From an optimization exercise on the open Yosys and OpenROAD flow, aimed at small area, a short achievable clock period and few clock cycles per item; shortcuts taken in it are not production practice.
In this exercise RTL edits were held to simulation tests only and were not proved equivalent to the original.
Power and IR drop assume default switching activity.

delta:
==> flow/design.v (excerpt) <==
module meas_stream (
  input  wire        clk,
  input  wire        rst_n,
  input  wire        in_valid,
  output wire        in_ready,
  input  wire        in_cfg,
  input  wire [31:0] in_word,
  input  wire [3:0]  cfg_rank_win,
  input  wire [3:0]  cfg_rank,
  input  wire [2:0]  cfg_resp,
  input  wire [23:0] cfg_offset,
  input  wire [31:0] cfg_gain,
  output reg         out_valid,
  output reg  [31:0] out_value,
  output reg         out_sat,
  output reg         err_valid,
  output reg         err_fault
);
  integer m, mc;
  reg         rdy;
  reg         r0_v, r0_cfg;
  reg  [31:0] r0_word;
  reg  [3:0]  r0_rw, r0_rk;
  reg  [2:0]  r0_rs;
  reg  [23:0] r0_off;
  reg  [31:0] r0_gain;
  reg         tk2, tk3, tk4, tk5, tk6, tk7;    
  wire        r0_hold = r0_v & r0_cfg & (tk2 | tk3 | tk4 | tk5 | tk6);
  wire        s1_cfg;
  assign in_ready = rdy;
  always @(posedge clk) begin
    if (!rst_n) begin
      r0_v <= 1'b0;
      rdy  <= 1'b1;
    end else begin
      if (!r0_hold) r0_v <= in_valid;
      rdy <= ~(r0_hold ? (tk2 | tk3 | tk4 | tk5)
                       : (in_valid & in_cfg & (s1_cfg | tk2 | tk3 | tk4 | tk5)));
    end
    r0_word <= in_word;
    if (!r0_hold) begin
      r0_cfg  <= in_cfg;
      r0_rw   <= cfg_rank_win;
      r0_rk   <= cfg_rank;
      r0_rs   <= cfg_resp;
      r0_off  <= cfg_offset;
      r0_gain <= cfg_gain;
    end
  end
  reg  [3:0]  cur_rw, cur_rk;
  reg  [2:0]  cur_rs;
  reg  [23:0] off_new, off_cur;
  reg  [31:0] gain_new, gain_cur;
  reg  [6:0]  n7;         
  reg  [2:0]  nm8;        
  reg  [1:0]  fail_run;
  reg  [23:0] last_val;
  reg         last_sat, last_refns;
  reg  [23:0] win [0:8];             
  reg  [8:0]  wlt [0:8];             
  reg  [8:0]  wgt [0:8];             
  assign      s1_cfg  = r0_v & r0_cfg & ~r0_hold;
  wire        s1_word = r0_v & ~r0_cfg;
  wire        par_ok  = ~^r0_word;
  wire        enter   = par_ok | (fail_run == 2'd0);    
  wire        flush   = s1_word & ~enter;
  wire [23:0] push_val   = par_ok ? r0_word[23:0] : last_val;
  ...
export LEC_CHECK = 0
export CAP_MARGIN = 20
export CORE_MARGIN = 2
export CORE_UTILIZATION = 40
export CTS_CLUSTER_DIAMETER = 70
export CTS_CLUSTER_SIZE = 22
export SLEW_MARGIN = 20
export SYNTH_MEMORY_MAX_BITS = 65536
create_clock -name core_clock -period 15.0 [get_ports {clk}]
standard.sh (not shown) runs the stock make flow with config.mk's settings and CLKGATE_MAP_FILE= SYNTH_SCRIPT=/design/flow/synth_recipe.tcl, a recipe that flattens the netlist after the stock synthesis.
==> flow/flow/run.sh <==
#!/bin/bash
# Standard ORFS layout (the standard.sh: standard synthesis, floorplan,
# placement, CTS, routing, finish) with two repair settings changed:
#  - the timing repair steps aim for a setup slack well above the 15 ns
#    constraint, so that they work on the design's real critical paths
#    (the clock period and the SDC are unchanged);
#  - gate sizing may pick any drive strength, not only cells of the same
#    footprint.
# The tools' output goes to make_finish.log in this folder (ORFS also keeps
# its per-step logs under orfs/logs).
set -euo pipefail
MARGIN=${MARGIN:-10.75}
bash standard.sh SETUP_SLACK_MARGIN=$MARGIN MATCH_CELL_FOOTPRINT=0 finish > make_finish.log 2>&1
Testbench counts of delta, summed over its fixed seeds: cycles 29,088, items 28,800.
Changes in fjord relative to delta:
--- a/flow/design.v
+++ b/flow/design.v
@@ -151,50 +151,55 @@
   reg v3_a27;
   reg v3_a29;
   reg v3_a31;
   reg [23:0] vop3;
   reg  [7:0]  c_lt, c_gt;
   always @* begin
     for (mc = 0; mc < 8; mc = mc + 1) begin
       c_lt[mc] = par_ok ? (r0_word[23:0] < win[mc]) : (mc == 0 ? 1'b0 : wlt[0][mc]);
       c_gt[mc] = par_ok ? (r0_word[23:0] > win[mc]) : (mc == 0 ? 1'b0 : wgt[0][mc]);
     end
   end
+  reg         err_v2, err_f2;     
   reg         v2, o2, sat2;
   reg  [8:0]  wm2;
   reg  [9:1]  wh2;       
   reg  [2:0]  rs2, q2;
   reg         fr2;
   always @(posedge clk) begin
     if (!rst_n) begin
       cur_rw   <= 4'd1;
       cur_rk   <= 4'd0;
       cur_rs   <= 3'd0;
       off_cur  <= 24'd0;
       gain_cur <= 32'h0010_0000;
       n7       <= 7'd0;
       nm8      <= 3'd0;
       fail_run <= 2'd0;
       last_val <= 24'd0;
       last_sat <= 1'b0;
       last_refns <= 1'b0;
       v2 <= 1'b0;
       tk2 <= 1'b0; tk3 <= 1'b0; tk4 <= 1'b0; tk5 <= 1'b0; tk6 <= 1'b0; tk7 <= 1'b0;
       err_valid <= 1'b0;
       err_fault <= 1'b0;
+      err_v2    <= 1'b0;
+      err_f2    <= 1'b0;
     end else begin
       tk2 <= s1_cfg; tk3 <= tk2; tk4 <= tk3; tk5 <= tk4; tk6 <= tk5; tk7 <= tk6;
       if (tk6) off_cur  <= off_new;
       if (tk7) gain_cur <= gain_new;
-      err_valid <= s1_word & ~par_ok;
-      err_fault <= s1_word & ~par_ok & (fail_run == 2'd1);
+      err_v2    <= s1_word & ~par_ok;
+      err_f2    <= s1_word & ~par_ok & (fail_run == 2'd1);
+      err_valid <= err_v2;
+      err_fault <= err_f2;
       v2 <= s1_word;
       if (s1_cfg) begin
         cur_rw <= r0_rw;
         cur_rk <= r0_rk;
         cur_rs <= r0_rs;
       end
       if (s1_word) begin
         if (par_ok) begin
           fail_run   <= 2'd0;
           last_val   <= r0_word[23:0];
           last_sat   <= r0_word[24];
## What came out
fjord was carried through to the last stage, and its layout satisfied the timing, DRC and antenna checks.
Total routing resource utilization after global routing up 0.75 points in fjord wrt delta
The combinational power was comparable across fjord and delta.
Sum of met2 wire segment lengths after detailed routing: fjord vs delta up about 2.6%
Routed wire in fjord totals more than in delta.
Post-synth net total: delta vs fjord, no meaningful difference
Between delta and fjord, the part of the Yosys area used for sequential elements figures differ only marginally.
Going from delta to fjord, power level; routed wirelength normalized by instance count went up 0.80 um; cell area neither gained nor lost much.
Testbench counts of fjord, summed over its fixed seeds: cycles 29,088, items 28,800.

## re-timing with driven ports
Ports are ideal in the flow. The routed layouts listed here were re-timed in OpenROAD. Step 1, drivers: a clkbuf_16 drives clk and a buf_2 each remaining input, both assumed. Step 2 adds t to the input delays and takes it off the output delays; t is the mean of the earliest and latest rising clock arrival at the registers after step 1. Input paths then give back, and output paths get back, about the clock's delay inside the block. Three values: ideal ports, drivers, drivers and shift; two values: the first two.
run | shift t [ns] | slack for setup (ns) | clock arrival spread, ns | worst register clock-pin slew, ns
delta | 1.092 | 10.536 / 10.415 / 10.457 | 0.115 / 0.115 | 0.10 / 0.10
fjord | 1.080 | 10.540 / 10.443 / 10.103 | 0.092 / 0.092 | 0.10 / 0.10
After both steps every run listed still meets setup and hold. For fjord, which loses most, drivers alone change the setup slack by -0.097 ns; drivers and shift together by -0.437 ns.
